What follows belongs to an exercise in optimizing a design on an open flow for small area, a short achievable clock period and few clock cycles per item; a production flow would make more cautious choices.
The RTL was checked by simulation tests, not by an equivalence proof against the original design.
No activity file was given, so power comes from the tool's default toggle rates.

==> flow/design.v <==
module tcvt_lane (
    input  wire        clk,
    input  wire        s1_f32,
    input  wire        s1_isf,
    input  wire        s1_isr,
    input  wire [9:0]  s1_skr,
    input  wire [9:0]  s1_sk2,
    input  wire [9:0]  s1_skt,
    input  wire [31:0] s1_x,
    input  wire [2:0]  s2_rm,
    input  wire        s2_isf,
    input  wire        s2_isr,
    input  wire        s3_isf,
    input  wire        s3_isr,
    input  wire        s3_isu,
    input  wire        s3_f32,
    input  wire        s3_big_inf_p,  
    input  wire        s3_big_inf_n,  
    output reg  [11:0] elem,
    output reg  [3:0]  flags       
);
    wire       sgn    = s1_x[31];
    wire [7:0] E      = s1_x[30:23];
    wire       e_zero = (E == 8'd0);
    wire       e_ones = &E;
    wire       f_nz   = |s1_x[22:0];
    wire is_nan  = s1_f32 & e_ones & f_nz;
    wire is_inf  = s1_f32 & e_ones & ~f_nz;
    wire is_zero = (s1_x[30:0] == 31'd0) & (s1_f32 | ~sgn);
    wire [1:0] spc = is_nan ? {1'b1, ~s1_x[22]} : {1'b0, is_inf};
    wire m_one = &s1_x;
    wire ineg  = ~s1_f32 & sgn;
    wire inv   = ineg & ~m_one;
    wire [30:0] yi = {s1_x[30:1] ^ {30{sgn}}, (s1_x[0] ^ sgn) | m_one};
    wire [30:0] y  = s1_f32 ? {7'd0, ~e_zero, s1_x[22:0]} : yi;
    wire [15:0] lv1; wire [15:0] lp1;
    wire [7:0]  lv2; wire [15:0] lp2;
    wire [3:0]  lv3; wire [11:0] lp3;
    wire [1:0]  lv4; wire [7:0]  lp4;
    wire [31:0] yl = {1'b0, yi};
    genvar j;
    generate
        for (j = 0; j < 16; j = j + 1) begin : l1
            assign lv1[j] = yl[2*j+1] | yl[2*j];
            assign lp1[j] = yl[2*j+1];
        end
        for (j = 0; j < 8; j = j + 1) begin : l2
            assign lv2[j] = lv1[2*j+1] | lv1[2*j];
            assign lp2[2*j +: 2] = lv1[2*j+1] ? {1'b1, lp1[2*j+1]} : {1'b0, lp1[2*j]};
        end
        for (j = 0; j < 4; j = j + 1) begin : l3
            assign lv3[j] = lv2[2*j+1] | lv2[2*j];
            assign lp3[3*j +: 3] = lv2[2*j+1] ? {1'b1, lp2[4*j+2 +: 2]} : {1'b0, lp2[4*j +: 2]};
        end
        for (j = 0; j < 2; j = j + 1) begin : l4
            assign lv4[j] = lv3[2*j+1] | lv3[2*j];
            assign lp4[4*j +: 4] = lv3[2*j+1] ? {1'b1, lp3[6*j+3 +: 3]} : {1'b0, lp3[6*j +: 3]};
        end
    endgenerate
    wire [4:0] lz = lv4[1] ? {1'b1, lp4[7:4]} : {1'b0, lp4[3:0]};
    wire [31:0] z = {s1_x[31:24] & {8{~s1_f32}}, s1_x[23] | s1_f32, s1_x[22:0]};
    wire [15:0] tv1; wire [15:0] tp1;
    wire [7:0]  tv2; wire [15:0] tp2;
    wire [3:0]  tv3; wire [11:0] tp3;
    wire [1:0]  tv4; wire [7:0]  tp4;
    generate
        for (j = 0; j < 16; j = j + 1) begin : t1
            assign tv1[j] = z[2*j+1] | z[2*j];
            assign tp1[j] = ~z[2*j];
        end
        for (j = 0; j < 8; j = j + 1) begin : t2
            assign tv2[j] = tv1[2*j+1] | tv1[2*j];
            assign tp2[2*j +: 2] = tv1[2*j] ? {1'b0, tp1[2*j]} : {1'b1, tp1[2*j+1]};
        end
        for (j = 0; j < 4; j = j + 1) begin : t3
            assign tv3[j] = tv2[2*j+1] | tv2[2*j];
            assign tp3[3*j +: 3] = tv2[2*j] ? {1'b0, tp2[4*j +: 2]} : {1'b1, tp2[4*j+2 +: 2]};
        end
        for (j = 0; j < 2; j = j + 1) begin : t4
            assign tv4[j] = tv3[2*j+1] | tv3[2*j];
            assign tp4[4*j +: 4] = tv3[2*j] ? {1'b0, tp3[6*j +: 3]} : {1'b1, tp3[6*j+3 +: 3]};
        end
    endgenerate
    wire [4:0] tz = tv4[0] ? {1'b0, tp4[3:0]} : {1'b1, tp4[7:4]};
    wire [7:0] Ep  = {E[7:1], E[0] | e_zero};
    wire [7:0] lev = s1_f32 ? Ep : {3'd0, lz};
    wire h_le0   = $signed({2'b00, lev}) <= $signed(s1_sk2);
    wire ovf_big = $signed({2'b00, lev}) >= $signed(s1_skt);
    wire [4:0] hl  = lev[4:0] - s1_sk2[4:0];
    wire [4:0] ebp = (h_le0 | is_zero) ? 5'd0 : hl;
    wire [9:0] r_f = s1_skr - {2'b00, Ep};
    wire [9:0] r_raw = s1_f32 ? r_f : s1_skr;
    wire [5:0] lr  = s1_f32 ? (s1_isr ? 6'd28 : 6'd26) : ({1'b0, lz} + (s1_isr ? 6'd5 : 6'd3));
    wire [9:0] r   = is_zero ? 10'd0 : (s1_isf & ~h_le0) ? {4'd0, lr} : r_raw;
    wire huge = (~h_le0 & ~is_zero) | is_inf;
    wire ovfb = (ovf_big & ~is_zero) | is_inf;
    reg [30:0] a_y;
    reg [5:0]  a_r;
    reg        a_rz, a_sgn, a_inv, a_ho;
    reg [1:0]  a_spc;
    reg [4:0]  a_ebp;
    reg [4:0]  a_tz;
    always @(posedge clk) begin
        a_y   <= y;
        a_r   <= r[5:0];
        a_rz  <= r[9:6] != 4'd0;
        a_tz  <= tz;
        a_sgn <= sgn;
        a_inv <= inv;
        a_ho  <= s1_isf ? ovfb : huge;
        a_spc <= spc;
        a_ebp <= ebp;
    end
    wire [43:0] e0 = {1'b0, a_y, {12{a_inv}}};
    wire [43:0] e1 = a_r[5] ? {32'd0, e0[43:32]} : e0;
    wire [27:0] e2 = a_r[4] ? e1[43:16] : e1[27:0];
    wire [19:0] e3 = a_r[3] ? e2[27:8]  : e2[19:0];
    wire [15:0] e4 = a_r[2] ? e3[19:4]  : e3[15:0];
    wire [13:0] e5 = a_r[1] ? e4[15:2]  : e4[13:0];
    wire [12:0] e6 = a_r[0] ? e5[13:1]  : e5[12:0];
    wire [12:0] w  = a_rz ? 13'd0 : e6;
    wire a_st = a_rz | ({1'b0, a_tz} + 6'd13 <= {1'b0, a_r});
    wire c  = a_inv & ~a_st;
    wire g  = w[0] ^ c;
    wire cy = w[0] & c;
    wire inexact = g | a_st;
    reg inc;
    always @* begin
        case (s2_rm)
            3'd0:    inc = g & (a_st | w[1]);
            3'd2:    inc = a_sgn & inexact;
            3'd3:    inc = ~a_sgn & inexact;
            3'd4:    inc = g;
            default: inc = 1'b0;
        endcase
    end
    wire [11:0] pk = ~s2_isf ? (a_ho ? 12'hFFF : w[12:1]) :
                     s2_isr  ? {a_ho, a_ebp[4:0], w[6:1]} : {a_ho, a_ebp[2:0], w[8:1]};
    reg [11:0] b_ip;
    reg        b_incr, b_nx, b_sgn;
    reg [1:0]  b_spc;
    always @(posedge clk) begin
        b_ip   <= pk;
        b_incr <= cy | inc | (~s2_isf & a_ho);
        b_nx   <= inexact;
        b_sgn  <= a_sgn;
        b_spc  <= a_spc;
    end
    wire neg_i = b_sgn & ~s3_isf;
    wire [11:0] af = b_ip;
    wire [12:0] a  = s3_isf ? {1'b0, af} : ({1'b0, b_ip} ^ {13{neg_i}});
    wire [12:0] t  = a + {12'd0, b_incr ^ neg_i};
    wire mzero = (af[10:0] == 11'd0) & ~b_incr;
    wire ovf   = t[12] | t[11] | (s3_isr & (&t[10:6]));
    wire tiny  = s3_isr ? (b_ip[10:6] == 5'd0) : (b_ip[10:8] == 3'd0);
    wire ip_hi = b_ip[11];
    wire ip_lo_nz = |b_ip[10:0];
    wire ip_lo_ones = &b_ip[10:0];
    wire below = b_sgn & ((s3_isu ? (ip_hi | ip_lo_nz | b_incr) : (ip_hi & (ip_lo_nz | b_incr))));
    wire above = ~b_sgn & ((s3_isu ? (ip_hi & ip_lo_ones & b_incr) : (ip_hi | (ip_lo_ones & b_incr))));
    wire [11:0] lo = s3_isu ? 12'h000 : 12'h800;
    wire [11:0] hi = s3_isu ? 12'hFFF : 12'h7FF;
    wire big_inf = b_sgn ? s3_big_inf_n : s3_big_inf_p;
    wire c_nan   = b_spc[1];
    wire c_inf   = (b_spc == 2'b01);
    reg [11:0] e_n;
    reg [3:0]  f_n;
    always @* begin
        e_n = 12'h000;
        f_n = 4'd0;
        if (s3_isf) begin
            if (c_nan) begin
                e_n = s3_isr ? 12'h7E0 : 12'h800;
                f_n = {b_spc[0], 3'd0};
            end else if (c_inf & s3_isr) begin
                e_n = {b_sgn, 11'h7C0};
            end else if (ovf) begin
                e_n = {b_sgn, s3_isr ? (big_inf ? 11'h7C0 : 11'h7BF) : 11'h7FF};
                f_n = 4'b0101;
            end else begin
                e_n = {b_sgn & (s3_isr | ~mzero), t[10:0]};
                f_n = {2'b00, b_nx & tiny, b_nx};
            end
        end else begin
            if (c_nan) begin
                e_n = 12'h000;
                f_n = 4'b1000;
            end else if (below) begin
                e_n = lo;
                f_n = {s3_f32, 3'd0};
            end else if (above) begin
                e_n = hi;
                f_n = {s3_f32, 3'd0};
            end else begin
                e_n = t[11:0];
                f_n = {3'd0, b_nx & s3_f32};
            end
        end
    end
    always @(posedge clk) begin
        elem  <= e_n;
        flags <= f_n;
    end
endmodule
module tcvt_unit (
    input  wire         clk,
    input  wire         rst,         
    input  wire         in_valid,
    input  wire         in_src_f32,  
    input  wire [1:0]   in_dst_kind, 
    input  wire [6:0]   in_shift,    
    input  wire [2:0]   in_rm,       
    input  wire [127:0] in_acc,      
    output reg          out_valid,
    output wire [47:0]  out_elem,    
    output wire [19:0]  out_flags    
);
    reg         r_valid;
    reg         r_src_f32;
    reg [1:0]   r_dst_kind;
    reg [6:0]   r_shift;
    reg [2:0]   r_rm;
    reg [127:0] r_acc;
    always @(posedge clk) begin
        r_valid    <= ~rst & in_valid;
        r_src_f32  <= in_src_f32;
        r_dst_kind <= in_dst_kind;
        r_shift    <= in_shift;
        r_rm       <= in_rm;
        r_acc      <= in_acc;
    end
    wire isf = ~r_dst_kind[1];
    wire isr = (r_dst_kind == 2'd0);
    wire isu = (r_dst_kind == 2'd3);
    reg [9:0] kr, k2, kt;
    always @* begin
        case ({r_src_f32, r_dst_kind})
            3'b100:         begin kr = 10'd141; k2 = 10'd112; kt = 10'd143; end
            3'b101:         begin kr = 10'd151; k2 = 10'd124; kt = 10'd132; end
            3'b110, 3'b111: begin kr = 10'd161; k2 = 10'd138; kt = 10'd138; end
            3'b000:         begin kr = -10'd9;  k2 = -10'd15; kt = 10'd16;  end
            3'b001:         begin kr = 10'd1;   k2 = -10'd3;  kt = 10'd5;   end
            default:        begin kr = 10'd11;  k2 = 10'd11;  kt = 10'd11;  end
        endcase
    end
    wire [9:0] s_ext = {{3{r_shift[6]}}, r_shift};
    wire [9:0] skr = s_ext + kr;
    wire [9:0] sk2 = s_ext + k2;
    wire [9:0] skt = s_ext + kt;
    reg       a_valid, b_valid;
    reg [2:0] a_rm;
    reg       a_f32, a_isf, a_isr, a_isu;
    reg       b_f32, b_isf, b_isr, b_isu, b_bip, b_bin;
    always @(posedge clk) begin
        a_valid   <= ~rst & r_valid;
        b_valid   <= ~rst & a_valid;
        out_valid <= ~rst & b_valid;
        a_rm  <= r_rm;
        a_f32 <= r_src_f32;
        a_isf <= isf;
        a_isr <= isr;
        a_isu <= isu;
        b_f32 <= a_f32;
        b_isf <= a_isf;
        b_isr <= a_isr;
        b_isu <= a_isu;
        b_bip <= (a_rm == 3'd0) | (a_rm == 3'd4) | (a_rm == 3'd3);
        b_bin <= (a_rm == 3'd0) | (a_rm == 3'd4) | (a_rm == 3'd2);
    end
    genvar l;
    generate
        for (l = 0; l < 4; l = l + 1) begin : lane
            wire [3:0] fl;
            tcvt_lane u_lane (
                .clk(clk),
                .s1_f32(r_src_f32), .s1_isf(isf), .s1_isr(isr),
                .s1_skr(skr), .s1_sk2(sk2), .s1_skt(skt), .s1_x(r_acc[32*l +: 32]),
                .s2_rm(a_rm), .s2_isf(a_isf), .s2_isr(a_isr),
                .s3_isf(b_isf), .s3_isr(b_isr), .s3_isu(b_isu), .s3_f32(b_f32),
                .s3_big_inf_p(b_bip), .s3_big_inf_n(b_bin),
                .elem(out_elem[12*l +: 12]), .flags(fl));
            assign out_flags[5*l +: 5] = {fl[3], 1'b0, fl[2:0]};
        end
    endgenerate
endmodule
==> flow/flow/run.sh <==
#!/bin/bash
set -e
export BUFFER_PORTS_ARGS="-buffer_cell sky130_fd_sc_hd__buf_2"
export SETUP_SLACK_MARGIN=13.3
bash standard.sh > standard.log 2>&1
==> flow/standard.sh <==
#!/bin/bash
# synth_recipe.tcl (not shown) runs the flow's synth.tcl, then flattens the netlist and writes it again
# the make line also repeats each setting of config.mk as NAME=value (left out here)
make -C /OpenROAD-flow-scripts/flow DESIGN_CONFIG=/design/flow/config.mk WORK_HOME=/design/flow/orfs CLKGATE_MAP_FILE= SYNTH_SCRIPT=/design/flow/synth_recipe.tcl "${@:-finish}"
==> flow/config.mk <==
export PLATFORM = sky130hd
export DESIGN_NAME = tcvt_unit
export DESIGN_NICKNAME = tcvt_unit
export VERILOG_FILES = /design/flow/design.v
export SDC_FILE = /design/flow/constraint.sdc
export NUM_CORES = 4
export LEC_CHECK = 0
export ABC_AREA = 1
export CAP_MARGIN = 20
export CORE_MARGIN = 2
export CORE_UTILIZATION = 70
export CTS_CLUSTER_DIAMETER = 100
export CTS_CLUSTER_SIZE = 30
export SLEW_MARGIN = 20
==> flow/constraint.sdc <==
create_clock -name core_clock -period 18.0 [get_ports {clk}]
set_input_delay 3.6000 -clock core_clock [delete_from_list [all_inputs] [get_ports {clk}]]
set_output_delay 3.6000 -clock core_clock [all_outputs]
set_load 0.01 [all_outputs]
==> impl_metrics.py, run 1 <==
metrics = {
    "sta": {
        "setup_violations": 0,
        "skew_ns": 0.0254,
        "grt_setup_unrepaired": "false",
        "hold_ws_ns": 0.337,
        "finalMaxSlewViolations": 0,
        "tns_ns": 0,
        "relSlewSlack_pct": 28.4,
        "worst_slew_pin_slew_ns": 1.07,
        "clock.fmax_mhz": 215,
        "hold_violations": 0,
        "finalCritPeriodShare_pct": 25.9,
        "fin_crit_ns": 4.66,
    },
    "global_routing": {
        "grt_pass1_wl_um": 141000,
        "busiest_layer": "met2",
        "met3_usage_pct": 6.82,
        "first_global_vias": 27900,
        "grtUsageMet1_pct": 49.3,
        "grt-ovfl-total": 0,
        "met2_usage_pct": 60.6,
        "grt.total_usage_pct": 37.1,
        "antenna_found_initial": 5,
        "grt_max_degree": 94,
    },
    "cells_and_area": {
        "drive_above_1_share_pct": 7.53,
        "layout_commonest_cell": "nand2_1",
        "fillCellCount": 3662,
        "layout_common_cells": "nand2_1 (1212), inv_1 (567), dfxtp_1 (501)",
        "finish.net_count": 5011,
        "syn_to_final_growth_pct": 6.35,
    },
    "cts": {
        "cts_tree": "done",
        "cts_setup_buffers": 0,
        "clock_latency_ns": 0.59,
        "clkTransAtPathRegs_ns": 0.11,
        "cts-root-buf": "clkbuf_16",
        "cts.sinks": 502,
        "clk_path_buf_depth": 3,
        "cts_made_buffers": 22,
        "cts_max_level": 1,
    },
    "routing": {
        "wire_per_inst_um": 16.8,
        "drt-initial-drc-count": 3372,
        "wirelength_um": 88700,
        "drt_first_pass_iters": 9,
        "ant_nets": 0,
        "vias": 30800,
        "via_per_inst": 5.82,
        "post-route-drc-count": 0,
    },
    "synth": {
        "synth.distinct_cells": 71,
        "yosysWarnings": 2,
        "syn-instance-count": 4579,
        "synth-seq-cells": 502,
        "ys.flop_type": "dfxtp_1",
        "syn_avg_cell_area_um2": 6.83,
        "synth-async-reset-ratio_pct": 0,
        "yosysSeqAreaShare_pct": 32.2,
        "synth_area_um2": 31300,
        "synth_enable_flop_cells": 0,
    },
    "setup_path": {
        "critPathMaxStageDelay_ns": 0.35,
        "crit_chain": "buf_2",
        "criticalPathCategory": "flop to output pin",
        "reg2reg_depth": 22,
        "critical_path_arrival_ns": 1.06,
        "critPathMaxFanout": 1,
        "cp_top_family": "flip-flops",
        "reg2reg_slack_ns": 13.57,
        "endpoint_kind": "output pin",
        "cp.required_ns": 14.40,
        "r2r-end": "lane[2].u_lane.a_rz",
        "r2r-start": "r_dst_kind[1]",
        "crit_path_start_kind": "flop",
        "critical_path_buf_inv_count": 1,
        "slowest_stage": "dfxtp_1",
    },
    "floorplan": {
        "chipHeight_um": 215,
        "io-pin-count": 213,
        "start_util_pct": 70.8,
        "core-area_um2": 44100,
        "die-width_um": 215,
        "die-area_um2": 46400,
        "row_count": 77,
    },
    "min_path": {
        "holdPathEnd": "lane[1].u_lane.b_spc[1]",
        "min_path_cells": 0,
        "min-delay-start": "lane[1].u_lane.a_spc[1]",
        "hold_class": "flop to flop",
    },
    "power": {
        "irDropWorstVdd_uv": 115,
        "p_leak_nw": 16.4,
        "powerDensity_nw_per_um2": 106,
    },
    "place": {
        "dp.final_hpwl_um": 69000,
        "place_congestion": 1.01,
        "io_buffers": 208,
    },
    "flow_run": {
        "maxCapViolCount": 0,
    },
    "run_status": {
        "outcome": "timing/DRC/antenna clean",
    },
}
-- report_power, final --
part	switching (mW)	internal, mW
Combinational	0.990	0.526
Sequential	0.141	1.26
Clock	0.358	0.241
Total	1.49	2.03
-- timing repair --
action / CTS / global route
hold buffers: 0 / 0
endpoints found under the setup margin: 7 / 45
gates resized for setup: 1 / 15
-- flip-flops by register name, indices dropped and copies added (netlist names), 3 cells and up --
| register | count |
|---|---|
| lane.u_lane.a_tz | 20 |
| lane.u_lane.a_inv | 4 |
| lane.u_lane.a_rz | 4 |
| lane.u_lane.a_spc | 8 |
| lane.u_lane.a_y | 124 |
| r_rm | 3 |
| lane.u_lane.b_nx | 4 |
| lane.u_lane.b_ip | 48 |
| lane.u_lane.a_sgn | 4 |
| lane.u_lane.b_sgn | 4 |
| lane.u_lane.elem | 48 |
| lane.u_lane.b_incr | 4 |
| r_acc | 128 |
| lane.u_lane.a_ebp | 20 |
| lane.u_lane.flags | 16 |
| lane.u_lane.a_ho | 4 |
| lane.u_lane.b_spc | 8 |
| a_rm | 3 |
| r_shift | 7 |
| lane.u_lane.a_r | 24 |
-- through the flow --
stage	std cells	setup slack (ns)	power (mW)	cell area (um^2)	util (%)
finish	5285	13.34	3.52	33200	75.3
global route	5284	13.31	3.76	33200	75.3
CTS	5283	13.32	3.48	33200	75.2
detailed placement	5255	13.25	2.89	32500	73.7
global placement	5255	13.33	2.86	32500	73.7
floorplan	4582	13.42	2.51	31300	-
-- logic make-up (layout without fill, tap and decap cells) --
group           count (synthesis)  after routing  synth area share (%)
other cells                     1              6                0.0120
xor+xnor                      207            207                  6.20
mux                            14             14                 0.448
fa+ha+maj                     180            180                  7.57
buf+inv                       730            839                  9.19
simple gates                 2045           2045                  27.6
compound gates                900            900                  16.9
flops                         502            502                  32.2
-- cell usage after synthesis, types with 22 or more instances --
| library cell | n | area, um^2 |
|---|---|---|
| o22ai_1 | 45 | 282 |
| o211ai_1 | 40 | 300 |
| a31oi_1 | 24 | 150 |
| nand4_1 | 64 | 400 |
| a21oi_1 | 206 | 1030 |
| inv_1 | 567 | 2130 |
| nor2_1 | 365 | 1370 |
| nand2_1 | 1213 | 4550 |
| xnor2_1 | 63 | 552 |
| nor3_1 | 48 | 240 |
| a22o_1 | 22 | 193 |
| ha_1 | 165 | 2060 |
| o221ai_1 | 36 | 315 |
| clkbuf_1 | 94 | 353 |
| dfxtp_1 | 502 | 10000 |
| nand3_1 | 246 | 1230 |
| o21ai_0 | 403 | 2020 |
| nor4_1 | 34 | 213 |
| xor2_1 | 129 | 1130 |
-- layout make-up --
type / instances / area (um^2) / area share, %
tap: 592 / 741 / 2.23
inverter: 585 / 2210 / 6.64
clock inverter: 5 / 83.8 / 0.252
sequential: 502 / 10100 / 30.2
antenna: 2 / 5.00 / 0.0151
timing repair buffer: 226 / 1200 / 3.61
clock buffer: 23 / 576 / 1.73
multi-input combinational: 3350 / 18400 / 55.3
-- worst max-delay path by stage --
stage / slack [ns] / depth (start not counted) / start / end
5_1_grt: 13.31 / 26 / r_acc[95] / lane[2].u_lane.a_r[0]
6_report: 13.34 / 1 / lane[3].u_lane.elem[11] / out_elem[47]
4_1_cts: 13.32 / 1 / lane[3].u_lane.elem[11] / out_elem[47]
2_1_floorplan: 13.42 / 29 / r_src_f32 / lane[2].u_lane.a_r[3]
3_3_place_gp: 13.33 / 24 / r_src_f32 / lane[2].u_lane.a_r[2]
3_5_place_dp: 13.25 / 24 / r_src_f32 / lane[2].u_lane.a_r[0]
-- routing by layer --
metal,wire [um],vias to the layer above
met5,27,-
met4,3340,4
met3,8910,242
met2,39400,1532
met1,37000,13700
li1,-,15200
Testbench counts, summed over its fixed seeds: cycles 64,024, items 64,000.
==> inputs of run 2 (changes only) <==
--- a/flow/design.v
+++ b/flow/design.v
@@ -147,56 +147,29 @@
         b_spc  <= a_spc;
     end
     wire neg_i = b_sgn & ~s3_isf;
-    wire [11:0] af = b_ip;
-    wire [12:0] a  = s3_isf ? {1'b0, af} : ({1'b0, b_ip} ^ {13{neg_i}});
-    wire [12:0] t  = a + {12'd0, b_incr ^ neg_i};
-    wire mzero = (af[10:0] == 11'd0) & ~b_incr;
+    wire [12:0] t = ({1'b0, b_ip} ^ {13{neg_i}}) + {12'd0, b_incr ^ neg_i};
+    wire below = b_sgn & t[12] & (s3_isu | ~t[11]);
+    wire above = ~b_sgn & (t[12] | (~s3_isu & t[11]));
+    wire c_nan = b_spc[1];
+    wire c_inf = (b_spc == 2'b01);
     wire ovf   = t[12] | t[11] | (s3_isr & (&t[10:6]));
     wire tiny  = s3_isr ? (b_ip[10:6] == 5'd0) : (b_ip[10:8] == 3'd0);
-    wire ip_hi = b_ip[11];
-    wire ip_lo_nz = |b_ip[10:0];
-    wire ip_lo_ones = &b_ip[10:0];
-    wire below = b_sgn & ((s3_isu ? (ip_hi | ip_lo_nz | b_incr) : (ip_hi & (ip_lo_nz | b_incr))));
-    wire above = ~b_sgn & ((s3_isu ? (ip_hi & ip_lo_ones & b_incr) : (ip_hi | (ip_lo_ones & b_incr))));
-    wire [11:0] lo = s3_isu ? 12'h000 : 12'h800;
-    wire [11:0] hi = s3_isu ? 12'hFFF : 12'h7FF;
+    wire mzero = (t[10:0] == 11'd0);
     wire big_inf = b_sgn ? s3_big_inf_n : s3_big_inf_p;
-    wire c_nan   = b_spc[1];
-    wire c_inf   = (b_spc == 2'b01);
-    reg [11:0] e_n;
-    reg [3:0]  f_n;
-    always @* begin
-        e_n = 12'h000;
-        f_n = 4'd0;
-        if (s3_isf) begin
-            if (c_nan) begin
-                e_n = s3_isr ? 12'h7E0 : 12'h800;
-                f_n = {b_spc[0], 3'd0};
-            end else if (c_inf & s3_isr) begin
-                e_n = {b_sgn, 11'h7C0};
-            end else if (ovf) begin
-                e_n = {b_sgn, s3_isr ? (big_inf ? 11'h7C0 : 11'h7BF) : 11'h7FF};
-                f_n = 4'b0101;
-            end else begin
-                e_n = {b_sgn & (s3_isr | ~mzero), t[10:0]};
-                f_n = {2'b00, b_nx & tiny, b_nx};
-            end
-        end else begin
-            if (c_nan) begin
-                e_n = 12'h000;
-                f_n = 4'b1000;
-            end else if (below) begin
-                e_n = lo;
-                f_n = {s3_f32, 3'd0};
-            end else if (above) begin
-                e_n = hi;
-                f_n = {s3_f32, 3'd0};
-            end else begin
-                e_n = t[11:0];
-                f_n = {3'd0, b_nx & s3_f32};
-            end
-        end
-    end
+    wire f_inf = c_inf & s3_isr;
+    wire f_sat = ~c_nan & ~f_inf & ovf;
+    wire [11:0] ef = c_nan ? (s3_isr ? 12'h7E0 : 12'h800) :
+                     f_inf ? {b_sgn, 11'h7C0} :
+                     f_sat ? {b_sgn, s3_isr ? (big_inf ? 11'h7C0 : 11'h7BF) : 11'h7FF} :
+                             {b_sgn & (s3_isr | ~mzero), t[10:0]};
+    wire [3:0] ff = c_nan ? {b_spc[0], 3'd0} : f_inf ? 4'd0 : f_sat ? 4'b0101 : {2'b00, b_nx & tiny, b_nx};
+    wire i_sat = ~c_nan & (below | above);
+    wire [11:0] ei = c_nan ? 12'h000 :
+                     i_sat ? {(below & ~s3_isu) | (above & s3_isu), {11{above}}} :
+                             t[11:0];
+    wire [3:0] fi = c_nan ? 4'b1000 : i_sat ? {s3_f32, 3'd0} : {3'd0, b_nx & s3_f32};
+    wire [11:0] e_n = s3_isf ? ef : ei;
+    wire [3:0]  f_n = s3_isf ? ff : fi;
     always @(posedge clk) begin
         elem  <= e_n;
         flags <= f_n;
==> impl_metrics.py, run 2 <==
metrics = {
    "run_status": {
        "outcome": "timing/DRC/antenna clean",
    },
    "power": {
        "clkPwrFrac_pct": 16.2,
        "pwr-share-comb_pct": 43.6,
        "swShare_pct": 42.5,
        "powerDensity_nw_per_um2": 107,
        "p_leak_nw": 16.4,
        "p_int_mw": 2.03,
        "pwr-share-seq_pct": 40.2,
        "finalPower_mw": 3.52,
        "netSwitchingPower_mw": 1.50,
        "irDropWorstVdd_uv": 103,
    },
    "sta": {
        "fin_crit_ns": 4.66,
        "skew_ns": 0.0204,
        "worst_slew_pin_slew_ns": 0.954,
        "clock.fmax_mhz": 215,
        "layout_setup_ws_ns": 13.34,
        "relSlewSlack_pct": 36.4,
        "finalMaxSlewViolations": 0,
        "hold_violations": 0,
        "finalCritPeriodShare_pct": 25.9,
        "grt_setup_unrepaired": "false",
        "tns_ns": 0,
        "setup_violations": 0,
    },
    "cts": {
        "clk_path_buf_depth": 3,
        "clock_latency_ns": 0.59,
        "cts_tree": "done",
        "cts-root-buf": "clkbuf_16",
        "cts.sinks": 502,
        "cts_max_level": 1,
        "cts_made_buffers": 21,
        "cts_hold_buf": 0,
        "clkTransAtPathRegs_ns": 0.11,
    },
    "min_path": {
        "min_path_cells": 0,
        "hold_class": "flop to flop",
        "holdPathEnd": "lane[2].u_lane.b_spc[0]",
        "min-delay-start": "lane[2].u_lane.a_spc[0]",
    },
    "setup_path": {
        "reg2reg_depth": 17,
        "endpoint_kind": "output pin",
        "reg2reg_slack_ns": 13.61,
        "cp_top_family": "flip-flops",
        "r2r-start": "r_src_f32",
        "criticalPathCategory": "flop to output pin",
        "critical_path_arrival_ns": 1.06,
        "cp.required_ns": 14.40,
        "critPathMaxFanout": 1,
        "critical_path_buf_inv_count": 1,
        "slowest_stage": "dfxtp_1",
        "r2r-end": "lane[2].u_lane.a_r[4]",
        "crit_path_start_kind": "flop",
        "critPathMaxStageDelay_ns": 0.34,
        "crit_chain": "buf_2",
    },
    "place": {
        "place_ws_ns": 13.51,
        "dp.final_hpwl_um": 69000,
        "placed_area_um2": 32400,
        "dp_cells": 5247,
        "io_buffers": 208,
        "place_congestion": 1.01,
    },
    "cells_and_area": {
        "top_regs": "r_acc x128, lane.u_lane.a_y x124",
        "drive_above_1_share_pct": 7.90,
        "layout_commonest_cell": "nand2_1",
        "largest_register_ffs": 128,
        "final_area_um2": 33100,
        "fin_cells": 5278,
        "layout_common_cells": "nand2_1 (1262), inv_1 (521), dfxtp_1 (498)",
        "syn_to_final_growth_pct": 5.97,
        "finish.net_count": 5002,
        "regMostFlops": "r_acc",
    },
    "synth": {
        "yosysSeqAreaShare_pct": 32.2,
        "synth_enable_flop_cells": 0,
        "syn_avg_cell_area_um2": 6.82,
        "synth.distinct_cells": 71,
        "synth_most_common_cell": "nand2_1",
        "synth-seq-cells": 502,
        "synth-async-reset-ratio_pct": 0,
        "yosysWarnings": 2,
        "netlist_top_cells_area": "dfxtp_1 (32%), nand2_1 (15%), ha_1 (6.5%), inv_1 (6.3%), o21ai_0 (6.1%)",
        "netlist_top_cells_count": "nand2_1 (1264), inv_1 (524), dfxtp_1 (502)",
        "ys.flop_type": "dfxtp_1",
        "synth_top_cell_by_area": "dfxtp_1",
        "synth_area_um2": 31200,
        "synth_top_area_share_pct": 32.2,
        "syn-instance-count": 4579,
    },
    "routing": {
        "ant_nets": 0,
        "wire_per_inst_um": 16.8,
        "wirelength_um": 88500,
        "drt_first_pass_iters": 7,
        "vias": 30600,
        "post-route-drc-count": 0,
        "via_per_inst": 5.79,
        "drt-initial-drc-count": 3217,
    },
    "global_routing": {
        "first_global_vias": 27700,
        "antenna_found_initial": 7,
        "grt_pass1_wl_um": 140000,
        "grt.total_usage_pct": 37.0,
        "grt-ovfl-total": 0,
        "grt_max_degree": 93,
    },
    "floorplan": {
        "core-area_um2": 44100,
        "io-pin-count": 213,
        "die-area_um2": 46300,
        "chipHeight_um": 215,
        "row_count": 77,
        "die-width_um": 215,
        "start_util_pct": 70.7,
    },
    "flow_run": {
        "maxCapViolCount": 0,
    },
}
## run 2: cell types whose count changed after synthesis, sizes merged, moves of 8 or more
cell,previous run,this run
nand4,66,84
xnor2,68,109
nand3,248,256
xor2,139,122
o22ai,45,35
nor3,50,41
inv,581,544
nor2,377,420
nand2,1242,1283
a21oi,206,191
o221ai,36,24
o21ai,415,392
nor4,37,20
## run 2: power groups by stage
stage / Clock, mW / Combinational [mW] / Sequential, mW
after floorplan: 0 / 1.17 / 1.38
after global placement: 0 / 1.46 / 1.43
after detailed placement: 0 / 1.49 / 1.44
after CTS: 0.577 / 1.50 / 1.41
after global routing: 0.612 / 1.73 / 1.43
final: 0.570 / 1.54 / 1.42
## run 2: how the worst max path moves through the flow
stage                             from                 endpoint  slack [ns]  cells past startpoint
2_1_floorplan                r_src_f32    lane[2].u_lane.a_r[1]       13.47                     21
3_3_place_gp                 r_acc[95]  lane[2].u_lane.a_ebp[2]       13.58                     22
3_5_place_dp                 r_acc[95]  lane[2].u_lane.a_ebp[2]       13.51                     22
4_1_cts         lane[0].u_lane.elem[5]              out_elem[5]       13.32                      1
5_1_grt                      r_acc[31]  lane[0].u_lane.a_ebp[1]       13.30                     26
6_report       lane[0].u_lane.flags[2]             out_flags[2]       13.34                      1
## run 2: worst register-to-register path: stages (launching register included)
cell     delay [ns]
dfxtp_4        0.55
inv_8          0.32
ha_1           0.24
inv_1          0.06
fa_1           0.42
o21ai_0        0.40
nand3_1        0.16
nand2_1        0.44
inv_1          0.34
nand3_1        0.27
nand3_1        0.14
nor2_1         0.11
nand3_1        0.08
nand4_1        0.09
nand3_1        0.33
nand2_1        0.19
nand2_1        0.08
nor2_1         0.12
## run 2: area by class of cell
type,instances,area (um^2)
Multi-Input combinational cell,3379,18400
Fill cell,3723,11000
Sequential cell,502,10100
Inverter,551,2090
Timing Repair Buffer,226,1200
Tap cell,592,741
Clock buffer,22,529
Clock inverter,4,51.3
Timing Repair inverter,1,7.51
Antenna cell,1,2.50
## run 2: metrics by stage
| step | hold WS (ns) | utilization (%) |
|---|---|---|
| after CTS | 0.337 | 74.8 |
| after global routing | 0.341 | 75.0 |
| after detailed placement | 0.312 | 73.5 |
| after floorplan | 0.310 | - |
| after global placement | 0.310 | 73.5 |
| final | 0.337 | 75.0 |
## run 2: cell families (layout without fill, tap and decap cells)
logic type,Yosys count,after routing,share of synthesized area (%)
simple gates,2130,2130,28.6
compound gates,826,826,15.5
buf+inv,701,804,8.92
flops,502,502,32.2
xor+xnor,231,231,6.99
fa+ha+maj,176,176,7.42
mux,12,12,0.385
other cells,1,5,0.0120
## run 2: layer usage
layer	up-vias	GRT usage [%]	routed length [um]
met5	-	0	27
met4	4	12.3	3140
met3	230	6.99	9580
met2	1573	60.4	39400
met1	13600	49.2	36400
li1	15200	-	-
## run 2: repair_timing
| item | CTS | global route |
|---|---|---|
| setup buffers | 0 | 3 |
| resized for setup | 1 | 22 |
| setup endpoints to repair | 1 | 41 |
| cloned | 0 | 1 |
Testbench counts of run 2, summed over its fixed seeds: cycles 64,024, items 64,000.
==> inputs of run 3 (changes only) <==
--- a/flow/config.mk
+++ b/flow/config.mk
@@ -8,7 +8,7 @@
 export ABC_AREA = 1
 export CAP_MARGIN = 20
 export CORE_MARGIN = 2
-export CORE_UTILIZATION = 70
+export CORE_UTILIZATION = 65
 export CTS_CLUSTER_DIAMETER = 100
 export CTS_CLUSTER_SIZE = 30
 export SLEW_MARGIN = 20
==> impl_metrics.py, run 3 <==
metrics = {
    "routing": {
        "vias": 30100,
        "m1WireLength_um": 38800,
        "post-route-drc-count": 0,
        "ant_nets": 0,
        "route.met2.wl_um": 39500,
        "wl_met3_um": 8250,
        "wire_per_inst_um": 16.8,
        "highest_layer": "met4",
        "drt_first_pass_iters": 9,
        "wirelength_um": 89200,
        "via_per_inst": 5.67,
        "drt-initial-drc-count": 2741,
    },
    "cells_and_area": {
        "layout_common_cells": "nand2_1 (1262), inv_1 (520), dfxtp_1 (497)",
        "fin_cells": 5311,
        "drive_above_1_share_pct": 8.22,
        "syn_to_final_growth_pct": 6.83,
        "finish.net_count": 5011,
        "top_regs": "r_acc x128, lane.u_lane.a_y x124",
        "layout_commonest_cell": "nand2_1",
        "final_area_um2": 33300,
        "regMostFlops": "r_acc",
        "largest_register_ffs": 128,
    },
    "floorplan": {
        "start_util_pct": 65.6,
        "core-area_um2": 47500,
        "chipHeight_um": 223,
        "row_count": 80,
        "die-width_um": 223,
        "io-pin-count": 213,
        "die-area_um2": 49800,
    },
    "synth": {
        "synth.distinct_cells": 71,
        "netlist_top_cells_count": "nand2_1 (1264), inv_1 (524), dfxtp_1 (502)",
        "syn-instance-count": 4579,
        "synth_most_common_cell": "nand2_1",
        "ys.flop_type": "dfxtp_1",
        "synth-async-reset-ratio_pct": 0,
        "syn_avg_cell_area_um2": 6.82,
        "yosysWarnings": 2,
        "yosysSeqAreaShare_pct": 32.2,
        "synth-seq-cells": 502,
        "synth_top_cell_by_area": "dfxtp_1",
        "synth_enable_flop_cells": 0,
        "netlist_top_cells_area": "dfxtp_1 (32%), nand2_1 (15%), ha_1 (6.5%), inv_1 (6.3%), o21ai_0 (6.1%)",
        "synth_top_area_share_pct": 32.2,
        "synth_area_um2": 31200,
    },
    "min_path": {
        "hold_class": "flop to flop",
    },
    "cts": {
        "cts-root-buf": "clkbuf_16",
        "clkTransAtPathRegs_ns": 0.10,
        "cts_max_level": 1,
        "cts.sinks": 502,
        "clock_latency_ns": 0.60,
        "cts_hold_buf": 0,
        "cts_tree": "done",
        "cts_made_buffers": 22,
        "clk_path_buf_depth": 3,
    },
    "sta": {
        "tns_ns": 0,
        "setup_violations": 0,
        "fin_crit_ns": 4.65,
        "grt_setup_unrepaired": "true",
        "finalMaxSlewViolations": 0,
        "relSlewSlack_pct": 29.9,
        "layout_setup_ws_ns": 13.35,
        "worst_slew_pin_slew_ns": 1.05,
        "skew_ns": 0.0198,
        "hold_ws_ns": 0.337,
        "finalCritPeriodShare_pct": 25.9,
        "hold_violations": 0,
        "clock.fmax_mhz": 215,
    },
    "global_routing": {
        "first_global_vias": 26600,
        "grt_max_degree": 104,
        "grt.total_usage_pct": 34.4,
        "antenna_found_initial": 2,
        "grt_pass1_wl_um": 139000,
        "grt-ovfl-total": 0,
    },
    "setup_path": {
        "endpoint_kind": "output pin",
        "cp.required_ns": 14.40,
        "critical_path_arrival_ns": 1.05,
        "slowest_stage": "dfxtp_2",
        "crit_chain": "buf_2",
        "crit_path_start_kind": "flop",
        "critPathMaxFanout": 1,
        "critical_path_buf_inv_count": 1,
        "critPathMaxStageDelay_ns": 0.33,
        "criticalPathCategory": "flop to output pin",
        "cp_top_family": "flip-flops",
    },
    "place": {
        "io_buffers": 208,
        "placed_area_um2": 32400,
        "dp.final_hpwl_um": 69400,
        "place_congestion": 1.02,
        "dp_cells": 5268,
        "place_ws_ns": 12.50,
    },
    "power": {
        "powerDensity_nw_per_um2": 107,
        "p_leak_nw": 16.5,
        "irDropWorstVdd_uv": 90.3,
    },
    "run_status": {
        "outcome": "timing/DRC/antenna clean",
    },
    "flow_run": {
        "maxCapViolCount": 0,
    },
}
run 3: cell counts after synthesis:
No cell type changed its count.
run 3: cell type report:
class	instances	area (um^2)
sequential	502	10100
timing repair inverter	1	7.51
clock buffer	23	576
clock inverter	5	92.6
multi-input combinational	3379	18400
fill	4281	14200
antenna	1	2.50
timing repair buffer	234	1310
tap	615	769
inverter	551	2110
run 3: worst paths after layout:
check / from / endpoint / slack [ns] / cells after the start
hold / removal: a_isu / b_isu / 0.34 / 0
setup / recovery: lane[0].u_lane.elem[9] / out_elem[9] / 13.35 / 1
hold reg to reg: a_isu / b_isu / 0.34 / 0
setup reg to reg: r_src_f32 / lane[1].u_lane.a_ho / 13.61 / 19
run 3: report_power, final:
group	leakage (nW)	internal [mW]	switching, mW	total (mW)
clock network	0.323	0.240	0.363	0.603
registers	4.21	1.26	0.153	1.42
logic	11.9	0.545	0.995	1.54
total	16.5	2.05	1.51	3.56
run 3: layer usage:
| layer | global-route usage (%) | vias to the layer above |
|---|---|---|
| met1 | 47.7 | 13500 |
| met2 | 55.9 | 1300 |
| met3 | 4.91 | 202 |
| met4 | 10.2 | 0 |
| met5 | 0 | - |
| li1 | - | 15200 |
run 3: logic make-up (layout without fill, tap and decap cells):
| family | Yosys count | after routing | synth area share [%] |
|---|---|---|---|
| AO/OA/AOI/OAI | 826 | 826 | 15.5 |
| XOR/XNOR | 231 | 231 | 6.99 |
| adder cells (fa/ha/maj) | 176 | 176 | 7.42 |
| buffers and inverters | 701 | 814 | 8.92 |
| flip-flops | 502 | 502 | 32.2 |
| multiplexers | 12 | 12 | 0.385 |
| other | 1 | 5 | 0.0120 |
| AND/OR/NAND/NOR | 2130 | 2130 | 28.6 |
run 3: stage by stage:
stage,total power [mW],utilization [%]
finish,3.56,70.1
global route,3.82,70.1
CTS,3.53,69.7
detailed placement,2.93,68.2
floorplan,2.55,-
global placement,2.91,68.2
run 3: repair_timing:
item	4_1_cts	5_1_grt
resized for setup	8	27
gates cloned	0	2
endpoints found under the setup margin	53	48
setup buffers	0	12
pin swaps	0	0
==> inputs of run 4 (changes only) <==
--- a/flow/config.mk
+++ b/flow/config.mk
@@ -8,7 +8,7 @@
 export ABC_AREA = 1
 export CAP_MARGIN = 20
 export CORE_MARGIN = 2
-export CORE_UTILIZATION = 65
-export CTS_CLUSTER_DIAMETER = 100
-export CTS_CLUSTER_SIZE = 30
+export CORE_UTILIZATION = 75
+export CTS_CLUSTER_DIAMETER = 80
+export CTS_CLUSTER_SIZE = 25
 export SLEW_MARGIN = 20
==> impl_metrics.py, run 4 <==
metrics = {
    "global_routing": {
        "grt_pass1_wl_um": 146000,
        "grt.total_usage_pct": 41.1,
        "grt-ovfl-total": 0,
        "first_global_vias": 29100,
        "grt_max_degree": 98,
        "antenna_found_initial": 4,
    },
    "routing": {
        "drt-initial-drc-count": 3905,
        "post-route-drc-count": 0,
        "vias": 32100,
        "wire_per_inst_um": 17.7,
        "via_per_inst": 6.11,
        "ant_nets": 0,
        "wirelength_um": 93000,
        "drt_first_pass_iters": 8,
    },
    "setup_path": {
        "reg2reg_slack_ns": 13.50,
        "cp.required_ns": 14.40,
        "slowest_stage": "dfxtp_2",
        "criticalPathCategory": "flop to output pin",
        "crit_chain": "buf_2",
        "critical_path_buf_inv_count": 1,
        "endpoint_kind": "output pin",
        "critical_path_arrival_ns": 1.08,
        "critPathMaxFanout": 1,
        "cp_top_family": "flip-flops",
        "crit_path_start_kind": "flop",
        "critPathMaxStageDelay_ns": 0.33,
    },
    "cells_and_area": {
        "multi_input_area_um2": 18400,
        "top_regs": "r_acc x128, lane.u_lane.a_y x124",
        "largest_register_ffs": 128,
        "layout_commonest_cell": "nand2_1",
        "regArea_um2": 10100,
        "finish.net_count": 5019,
        "layout_common_cells": "nand2_1 (1263), inv_1 (520), dfxtp_1 (495)",
        "syn_to_final_growth_pct": 7.34,
        "drive_above_1_share_pct": 8.55,
        "fillCellCount": 2872,
        "final_area_um2": 33500,
        "regMostFlops": "r_acc",
    },
    "place": {
        "dp.final_hpwl_um": 70300,
        "place_congestion": 1.00,
        "placed_area_um2": 32300,
        "io_buffers": 208,
    },
    "sta": {
        "skew_ns": 0.0203,
        "worst_slew_pin_slew_ns": 1.07,
        "finalMaxSlewViolations": 0,
        "setup_violations": 0,
        "fin_crit_ns": 4.68,
        "grt_setup_unrepaired": "false",
        "clock.fmax_mhz": 214,
        "tns_ns": 0,
        "hold_violations": 0,
        "finalCritPeriodShare_pct": 26.0,
        "relSlewSlack_pct": 28.4,
    },
    "floorplan": {
        "chipHeight_um": 208,
        "row_count": 74,
        "die-area_um2": 43300,
        "start_util_pct": 76.3,
        "die-width_um": 208,
        "core-area_um2": 40900,
        "io-pin-count": 213,
    },
    "cts": {
        "cts-root-buf": "clkbuf_16",
        "cts_tree": "done",
        "cts_made_buffers": 29,
        "cts_hold_buf": 0,
        "clk_path_buf_depth": 3,
        "cts_max_level": 1,
        "clkTransAtPathRegs_ns": 0.09,
        "clock_latency_ns": 0.62,
        "cts.sinks": 502,
    },
    "run_status": {
        "outcome": "timing/DRC/antenna clean",
    },
    "synth": {
        "synth_top_area_share_pct": 32.2,
        "synth_most_common_cell": "nand2_1",
        "synth-seq-cells": 502,
        "netlist_top_cells_area": "dfxtp_1 (32%), nand2_1 (15%), ha_1 (6.5%), inv_1 (6.3%), o21ai_0 (6.1%)",
        "yosysSeqAreaShare_pct": 32.2,
        "synth_area_um2": 31200,
        "synth_top_cell_by_area": "dfxtp_1",
        "yosysWarnings": 2,
        "syn-instance-count": 4579,
        "synth.distinct_cells": 71,
        "netlist_top_cells_count": "nand2_1 (1264), inv_1 (524), dfxtp_1 (502)",
        "synth_enable_flop_cells": 0,
        "synth-async-reset-ratio_pct": 0,
        "syn_avg_cell_area_um2": 6.82,
        "ys.flop_type": "dfxtp_1",
    },
    "power": {
        "finalPower_mw": 3.72,
        "powerDensity_nw_per_um2": 111,
        "irDropWorstVdd_uv": 108,
        "p_leak_nw": 16.6,
    },
    "min_path": {
        "hold_class": "flop to flop",
    },
    "flow_run": {
        "maxCapViolCount": 0,
    },
}
==> run 4: cell count changes in the layout (fill, tap and decap cells not counted), moves of 2 or more <==
cell | previous run | this run
clkbuf_16 | 24 | 29
clkinv_16 | 3 | 1
clkinv_8 | 1 | 4
buf_12 | 0 | 2
o21ai_1 | 12 | 10
dfxtp_2 | 2 | 5
inv_6 | 0 | 2
inv_12 | 0 | 2
buf_8 | 1 | 3
clkbuf_8 | 2 | 0
dfxtp_1 | 497 | 495
==> run 4: final timing paths <==
kind                          start                  end  depth (start not counted)
max          lane[0].u_lane.elem[0]          out_elem[0]                          1
max reg2reg           r_dst_kind[1]  lane[0].u_lane.a_ho                         22
min                           a_f32                b_f32                          0
min reg2reg                   a_f32                b_f32                          0
==> run 4: cell type report <==
type                            instances  area share, %
Antenna cell                            1        0.00747
Clock buffer                           29           2.17
Clock inverter                         14          0.650
Inverter                              551           6.25
Multi-Input combinational cell       3379           55.0
Sequential cell                       502           30.0
Tap cell                              532           1.99
Timing Repair Buffer                  236           3.94
==> run 4: power by group <==
part / internal, mW / switching (mW)
clock network: 0.325 / 0.403
logic: 0.547 / 1.02
registers: 1.27 / 0.156
total: 2.14 / 1.58
==> run 4: stage by stage <==
stage,util (%),std cells,hold slack [ns],worst slack [ns]
final,81.9,5244,0.329,13.32
after global routing,81.9,5243,0.336,13.30
after CTS,81.4,5231,0.332,13.30
after detailed placement,79.0,5188,0.312,13.11
after global placement,79.0,5188,0.311,13.27
after floorplan,-,4582,0.310,13.47
==> run 4: layer usage <==
layer,up-vias,GRT usage [%],wire [um]
met1,14300,53.1,35300
li1,15200,-,-
met2,2176,66.1,41300
met4,4,18.5,4860
met5,-,0,28
met3,430,8.59,11600
==> run 4: cells by family (layout without fill, tap and decap cells) <==
family                     Yosys count  count (layout)  share of synthesized area, %
and+or+nand+nor                   2130            2130                          28.6
AOI/OAI and AO/OA                  826             826                          15.5
buffers and inverters              701             830                          8.92
DFF                                502             502                          32.2
xor gates and xnor gates           231             231                          6.99
adders and majority gates          176             176                          7.42
muxes                               12              12                         0.385
other                                1               5                        0.0120
==> run 4: what timing repair did <==
action                                  CTS  global route
endpoints found under the setup margin   18            51
resized for setup                         3            32
setup buffers                             0            12
==> inputs of run 5 (changes only) <==
==> flow/flow/run.sh (replaced) <==
#!/bin/bash
# Standard layout, with the port buffers made from buf_2 cells instead of
# the default delay-buffer cells.
set -e
export BUFFER_PORTS_ARGS="-buffer_cell sky130_fd_sc_hd__buf_2"
bash standard.sh > standard.log 2>&1
--- a/flow/config.mk
+++ b/flow/config.mk
@@ -8,7 +8,7 @@
 export ABC_AREA = 1
 export CAP_MARGIN = 20
 export CORE_MARGIN = 2
-export CORE_UTILIZATION = 75
-export CTS_CLUSTER_DIAMETER = 80
-export CTS_CLUSTER_SIZE = 25
+export CORE_UTILIZATION = 70
+export CTS_CLUSTER_DIAMETER = 100
+export CTS_CLUSTER_SIZE = 30
 export SLEW_MARGIN = 20
==> impl_metrics.py, run 5 <==
metrics = {
    "run_status": {
        "outcome": "timing/DRC/antenna clean",
    },
    "cells_and_area": {
        "largest_register_ffs": 128,
        "top_regs": "r_acc x128, lane.u_lane.a_y x124",
        "drive_above_1_share_pct": 7.67,
        "layout_commonest_cell": "nand2_1",
        "syn_to_final_growth_pct": 5.71,
        "layout_common_cells": "nand2_1 (1264), inv_1 (523), dfxtp_1 (500)",
        "final_area_um2": 33000,
        "regMostFlops": "r_acc",
        "fillCellCount": 3735,
        "finish.net_count": 4998,
    },
    "setup_path": {
        "r2r-end": "lane[2].u_lane.a_ebp[2]",
        "critical_path_buf_inv_count": 1,
        "cp_top_family": "flip-flops",
        "critPathMaxStageDelay_ns": 0.35,
        "crit_chain": "buf_2",
        "worst-path-stages": 1,
        "slowest_stage": "dfxtp_1",
        "critical_path_arrival_ns": 1.06,
        "reg2reg_depth": 22,
        "endpoint_kind": "output pin",
        "reg2reg_slack_ns": 13.38,
        "r2r-start": "r_acc[95]",
        "criticalPathCategory": "flop to output pin",
        "cp.required_ns": 14.40,
        "crit_path_start_kind": "flop",
        "critPathMaxFanout": 1,
    },
    "synth": {
        "synth.distinct_cells": 71,
        "synth_top_cell_by_area": "dfxtp_1",
        "netlist_top_cells_count": "nand2_1 (1264), inv_1 (524), dfxtp_1 (502)",
        "syn-instance-count": 4579,
        "yosysSeqAreaShare_pct": 32.2,
        "ys.flop_type": "dfxtp_1",
        "synth_top_area_share_pct": 32.2,
        "yosysWarnings": 2,
        "synth-async-reset-ratio_pct": 0,
        "synth_area_um2": 31200,
        "netlist_top_cells_area": "dfxtp_1 (32%), nand2_1 (15%), ha_1 (6.5%), inv_1 (6.3%), o21ai_0 (6.1%)",
        "synth-seq-cells": 502,
        "synth_enable_flop_cells": 0,
        "synth_most_common_cell": "nand2_1",
        "syn_avg_cell_area_um2": 6.82,
    },
    "min_path": {
        "hold_class": "flop to flop",
        "min_path_cells": 0,
        "holdPathEnd": "lane[2].u_lane.b_spc[0]",
        "min-delay-start": "lane[2].u_lane.a_spc[0]",
    },
    "floorplan": {
        "row_count": 77,
        "die-area_um2": 46300,
        "start_util_pct": 70.7,
        "io-pin-count": 213,
        "core-area_um2": 44100,
        "die-width_um": 215,
        "chipHeight_um": 215,
    },
    "cts": {
        "clkTransAtPathRegs_ns": 0.11,
        "cts-root-buf": "clkbuf_16",
        "cts_tree": "done",
        "cts_hold_buf": 0,
        "cts_setup_buffers": 0,
        "ctsResizeCount": 0,
        "cts_max_level": 1,
        "clk_path_buf_depth": 3,
        "clock_latency_ns": 0.59,
        "cts.sinks": 502,
        "cts_made_buffers": 21,
    },
    "routing": {
        "route.met2.wl_um": 39200,
        "post-route-drc-count": 0,
        "wire_per_inst_um": 16.8,
        "wl_met3_um": 9700,
        "m1WireLength_um": 36300,
        "drt-initial-drc-count": 3253,
        "via_per_inst": 5.83,
        "highest_layer": "met5",
        "drt_first_pass_iters": 6,
        "vias": 30700,
        "wirelength_um": 88400,
        "ant_nets": 0,
    },
    "sta": {
        "hold_ws_ns": 0.337,
        "worst_slew_pin_slew_ns": 1.01,
        "tns_ns": 0,
        "clock.fmax_mhz": 214,
        "hold_violations": 0,
        "finalMaxSlewViolations": 0,
        "fin_crit_ns": 4.66,
        "relSlewSlack_pct": 32.4,
        "finalCritPeriodShare_pct": 25.9,
        "layout_setup_ws_ns": 13.34,
        "grt_setup_unrepaired": "false",
        "setup_violations": 0,
        "skew_ns": 0.0215,
    },
    "power": {
        "powerDensity_nw_per_um2": 107,
        "p_leak_nw": 16.4,
        "irDropWorstVdd_uv": 103,
    },
    "global_routing": {
        "grt-ovfl-total": 0,
        "first_global_vias": 27700,
        "grt_max_degree": 93,
        "antenna_found_initial": 7,
        "grt.total_usage_pct": 37.0,
        "grt_pass1_wl_um": 140000,
    },
    "place": {
        "place_congestion": 1.01,
        "placed_area_um2": 32400,
        "place_ws_ns": 13.51,
        "io_buffers": 208,
        "dp.final_hpwl_um": 69000,
    },
    "flow_run": {
        "maxCapViolCount": 0,
    },
}
==> run 5: cell type report <==
cell class | count | area, um^2 | share of cell area (%)
Inverter | 551 | 2070 | 6.28
Tap cell | 592 | 741 | 2.24
Clock buffer | 22 | 529 | 1.60
Multi-Input combinational cell | 3379 | 18400 | 55.7
Clock inverter | 4 | 51.3 | 0.155
Antenna cell | 1 | 2.50 | 0.00758
Sequential cell | 502 | 10100 | 30.5
Timing Repair Buffer | 223 | 1150 | 3.50
==> run 5: cells by family after synthesis <==
logic type,after synthesis,synth area share (%)
other,1,0.0120
AND/OR/NAND/NOR,2130,28.6
multiplexers,12,0.385
XOR/XNOR,231,6.99
flip-flops,502,32.2
buffers and inverters,701,8.92
adder cells (fa/ha/maj),176,7.42
AO/OA/AOI/OAI,826,15.5
==> run 5: metal layers <==
| layer | GRT usage (%) | vias up |
|---|---|---|
| li1 | - | 15200 |
| met2 | 60.4 | 1595 |
| met3 | 6.99 | 241 |
| met4 | 12.3 | 4 |
| met1 | 49.2 | 13700 |
| met5 | 0 | - |
==> run 5: worst max path at each step <==
| stage | from | endpoint |
|---|---|---|
| 6_report | lane[0].u_lane.elem[5] | out_elem[5] |
| 5_1_grt | r_acc[95] | lane[2].u_lane.a_ebp[2] |
| 4_1_cts | lane[0].u_lane.elem[5] | out_elem[5] |
| 3_5_place_dp | r_acc[95] | lane[2].u_lane.a_ebp[2] |
| 3_3_place_gp | r_acc[95] | lane[2].u_lane.a_ebp[2] |
| 2_1_floorplan | r_src_f32 | lane[2].u_lane.a_r[1] |
==> run 5: stage by stage <==
stage	utilization (%)	power, mW	std cells
2_1_floorplan	-	2.55	4582
3_3_place_gp	73.5	2.90	5247
3_5_place_dp	73.5	2.93	5247
4_1_cts	74.8	3.49	5273
5_1_grt	74.8	3.78	5273
6_report	74.8	3.52	5274
==> run 5: power breakdown <==
part	switching, mW	internal [mW]
sequential	0.152	1.26
combinational	0.993	0.541
clock	0.352	0.220
==> inputs of run 6 (changes only) <==
--- a/flow/design.v
+++ b/flow/design.v
@@ -91,19 +91,19 @@
     wire [9:0] r_f = s1_skr - {2'b00, Ep};
     wire [9:0] r_raw = s1_f32 ? r_f : s1_skr;
     wire [5:0] lr  = s1_f32 ? (s1_isr ? 6'd28 : 6'd26) : ({1'b0, lz} + (s1_isr ? 6'd5 : 6'd3));
-    wire [9:0] r   = is_zero ? 10'd0 : (s1_isf & ~h_le0) ? {4'd0, lr} : r_raw;
+    wire [5:0] r_sat = r_raw[5:0] | {6{r_raw[9:6] != 4'd0}};
+    wire [5:0] r   = is_zero ? 6'd0 : (s1_isf & ~h_le0) ? lr : r_sat;
     wire huge = (~h_le0 & ~is_zero) | is_inf;
     wire ovfb = (ovf_big & ~is_zero) | is_inf;
     reg [30:0] a_y;
     reg [5:0]  a_r;
-    reg        a_rz, a_sgn, a_inv, a_ho;
+    reg        a_sgn, a_inv, a_ho;
     reg [1:0]  a_spc;
     reg [4:0]  a_ebp;
     reg [4:0]  a_tz;
     always @(posedge clk) begin
         a_y   <= y;
-        a_r   <= r[5:0];
-        a_rz  <= r[9:6] != 4'd0;
+        a_r   <= r;
         a_tz  <= tz;
         a_sgn <= sgn;
         a_inv <= inv;
@@ -118,8 +118,8 @@
     wire [15:0] e4 = a_r[2] ? e3[19:4]  : e3[15:0];
     wire [13:0] e5 = a_r[1] ? e4[15:2]  : e4[13:0];
     wire [12:0] e6 = a_r[0] ? e5[13:1]  : e5[12:0];
-    wire [12:0] w  = a_rz ? 13'd0 : e6;
-    wire a_st = a_rz | ({1'b0, a_tz} + 6'd13 <= {1'b0, a_r});
+    wire [12:0] w  = e6;
+    wire a_st = {1'b0, a_tz} + 6'd13 <= {1'b0, a_r};
     wire c  = a_inv & ~a_st;
     wire g  = w[0] ^ c;
     wire cy = w[0] & c;
==> flow/flow/run.sh (replaced) <==
#!/bin/bash
set -e
export BUFFER_PORTS_ARGS="-buffer_cell sky130_fd_sc_hd__buf_2"
export SETUP_SLACK_MARGIN=13.3
bash standard.sh > standard.log 2>&1
==> impl_metrics.py, run 6 <==
metrics = {
    "run_status": {
        "outcome": "timing/DRC/antenna clean",
    },
    "cells_and_area": {
        "layout_common_cells": "nand2_1 (1307), inv_1 (522), dfxtp_1 (491)",
        "top_regs": "r_acc x128, lane.u_lane.a_y x124",
        "regMostFlops": "r_acc",
        "layout_commonest_cell": "nand2_1",
        "drive_above_1_share_pct": 8.45,
        "postLayoutCoreUtil_pct": 75.5,
        "syn_to_final_growth_pct": 6.56,
        "fin_cells": 5360,
        "finish.net_count": 5093,
        "largest_register_ffs": 128,
        "diodes": 0,
        "final_area_um2": 33400,
    },
    "synth": {
        "syn-instance-count": 4649,
        "synth_top_cell_by_area": "dfxtp_1",
        "yosysWarnings": 2,
        "netlist_top_cells_area": "dfxtp_1 (32%), nand2_1 (16%), ha_1 (6.7%), inv_1 (6.3%), o21ai_0 (5.7%)",
        "synth_enable_flop_cells": 0,
        "ys.flop_type": "dfxtp_1",
        "synth-async-reset-ratio_pct": 0,
        "synth_top_area_share_pct": 31.8,
        "synth.distinct_cells": 70,
        "synth_area_um2": 31300,
        "synth-seq-cells": 498,
        "synth_most_common_cell": "nand2_1",
        "yosysSeqAreaShare_pct": 31.8,
        "syn_avg_cell_area_um2": 6.74,
        "netlist_top_cells_count": "nand2_1 (1307), inv_1 (524), dfxtp_1 (498)",
    },
    "sta": {
        "finalMaxSlewViolations": 0,
        "hold_ws_ns": 0.334,
        "setup_violations": 0,
        "layout_setup_ws_ns": 13.33,
        "skew_ns": 0.0225,
        "tns_ns": 0,
        "hold_violations": 0,
        "fin_crit_ns": 4.67,
        "worst_slew_pin_slew_ns": 1.07,
        "relSlewSlack_pct": 28.5,
        "grt_setup_unrepaired": "false",
        "finalCritPeriodShare_pct": 25.9,
        "clock.fmax_mhz": 214,
    },
    "global_routing": {
        "grt_pass1_wl_um": 142000,
        "antenna_found_initial": 8,
        "first_global_vias": 27800,
        "grt_max_degree": 95,
        "grt-ovfl-total": 0,
        "grt.total_usage_pct": 37.2,
    },
    "routing": {
        "wl_met3_um": 9720,
        "highest_layer": "met5",
        "wirelength_um": 90800,
        "wire_per_inst_um": 16.9,
        "m1WireLength_um": 36900,
        "drt-initial-drc-count": 3218,
        "drt_first_pass_iters": 9,
        "via_per_inst": 5.84,
        "ant_nets": 0,
        "post-route-drc-count": 0,
        "route.met2.wl_um": 40900,
        "vias": 31300,
    },
    "floorplan": {
        "core-area_um2": 44200,
        "io-pin-count": 213,
        "start_util_pct": 70.9,
        "die-area_um2": 46500,
        "chipHeight_um": 216,
        "row_count": 77,
        "die-width_um": 216,
    },
    "place": {
        "placed_area_um2": 32500,
        "place_congestion": 1.03,
        "dp.final_hpwl_um": 69400,
        "dp_cells": 5316,
        "io_buffers": 208,
        "place_ws_ns": 12.92,
    },
    "power": {
        "irDropWorstVdd_uv": 110,
        "powerDensity_nw_per_um2": 101,
        "p_leak_nw": 16.5,
        "finalPower_mw": 3.37,
    },
    "setup_path": {
        "reg2reg_slack_ns": 13.58,
        "slowest_stage": "dfxtp_1",
        "cp.required_ns": 14.40,
        "endpoint_kind": "output pin",
        "critical_path_arrival_ns": 1.07,
        "crit_chain": "buf_2",
        "critPathMaxStageDelay_ns": 0.36,
        "critical_path_buf_inv_count": 1,
        "criticalPathCategory": "flop to output pin",
        "cp_top_family": "flip-flops",
        "worst-path-stages": 1,
        "reg2reg_depth": 21,
        "critPathMaxFanout": 1,
        "crit_path_start_kind": "flop",
    },
    "cts": {
        "cts_hold_buf": 0,
        "clk_path_buf_depth": 3,
        "cts-root-buf": "clkbuf_16",
        "cts_tree": "done",
        "clock_latency_ns": 0.59,
        "cts_made_buffers": 21,
        "cts_max_level": 1,
        "clkTransAtPathRegs_ns": 0.11,
        "cts.sinks": 498,
    },
    "flow_run": {
        "maxCapViolCount": 0,
    },
    "min_path": {
        "min_path_cells": 0,
        "hold_class": "flop to flop",
    },
}
[run 6: cell types whose count changed after synthesis, moves of 12 or more]
cell,before,now
nand2_1,1264,1307
a22o_1,22,10
o21ai_0,381,354
xor2_1,120,93
nand3_1,248,352
nor2_1,402,359
or2_2,14,28
[run 6: path summary, 6_finish.rpt]
check,start,endpoint
max reg2reg,r_acc[127],lane[3].u_lane.a_r[1]
min reg2reg,lane[2].u_lane.a_spc[0],lane[2].u_lane.b_spc[0]
min,lane[2].u_lane.a_spc[0],lane[2].u_lane.b_spc[0]
max,lane[2].u_lane.elem[1],out_elem[25]
[run 6: repair_timing]
item,4_1_cts,5_1_grt
gates resized for setup,8,19
buffers inserted,0,19
setup endpoints to repair,25,42
pin swaps,0,2
hold endpoints to repair,0,0
[run 6: cells by family (layout without fill, tap and decap cells)]
family	after synthesis	after routing	synth area share (%)
other	1	4	0.0120
muxes	5	5	0.160
adders and majority gates	183	183	7.66
buffers and inverters	692	808	8.89
DFF	498	498	31.8
xor gates and xnor gates	191	191	5.52
AOI/OAI and AO/OA	792	792	14.6
and+or+nand+nor	2287	2287	31.3
[run 6: layout make-up]
class	count	area [um^2]
multi-input combinational	3462	18700
timing repair buffer	237	1370
tap	592	741
inverter	546	2060
sequential	498	9990
fill	3673	10800
clock buffer	21	526
clock inverter	4	52.6
[run 6: where the power goes]
| group | internal, mW | switching [mW] |
|---|---|---|
| logic | 0.484 | 0.907 |
| registers | 1.26 | 0.144 |
| clock network | 0.218 | 0.352 |
| total | 1.96 | 1.40 |
[run 6: per-layer routing]
metal,global-route usage [%],vias to the layer above
met3,6.03,244
li1,-,15400
met2,61.1,1600
met4,11.2,4
met1,50.4,14000
met5,0,-
Testbench counts of run 6, summed over its fixed seeds: cycles 64,024, items 64,000.

static timing again, ports no longer ideal:
Ports are ideal in the flow. The routed layouts listed here were re-timed in OpenROAD.
Step 1, drivers: a clkbuf_16 drives clk and a buf_2 each remaining input, both assumed.
Step 2, shift: input delay + t, output delay - t, t = (earliest + latest rising clock arrival at the registers) / 2. This alone moves slack from input paths to output paths.
Slacks: ideal ports / drivers / drivers and shift; pairs: ideal ports / drivers.
| run | shift t [ns] | slack for setup (ns) | hold slack, ns | cell pins on the clock port's net |
|---|---|---|---|---|
| run 1 | 0.639 | 13.342 / 13.284 / 13.571 | 0.337 / 0.337 / 0.337 | 1 |
| run 2 | 0.639 | 13.340 / 13.279 / 13.607 | 0.337 / 0.337 / 0.337 | 1 |
| run 3 | 0.654 | 13.347 / 13.280 / 13.613 | 0.337 / 0.337 / 0.337 | 1 |
| run 4 | 0.671 | 13.324 / 13.264 / 13.503 | 0.329 / 0.329 / 0.329 | 1 |
| run 5 | 0.638 | 13.337 / 13.277 / 13.379 | 0.337 / 0.337 / 0.337 | 1 |
| run 6 | 0.633 | 13.329 / 13.271 / 13.577 | 0.334 / 0.334 / 0.334 | 1 |
After both steps setup and hold are still met in every run listed.
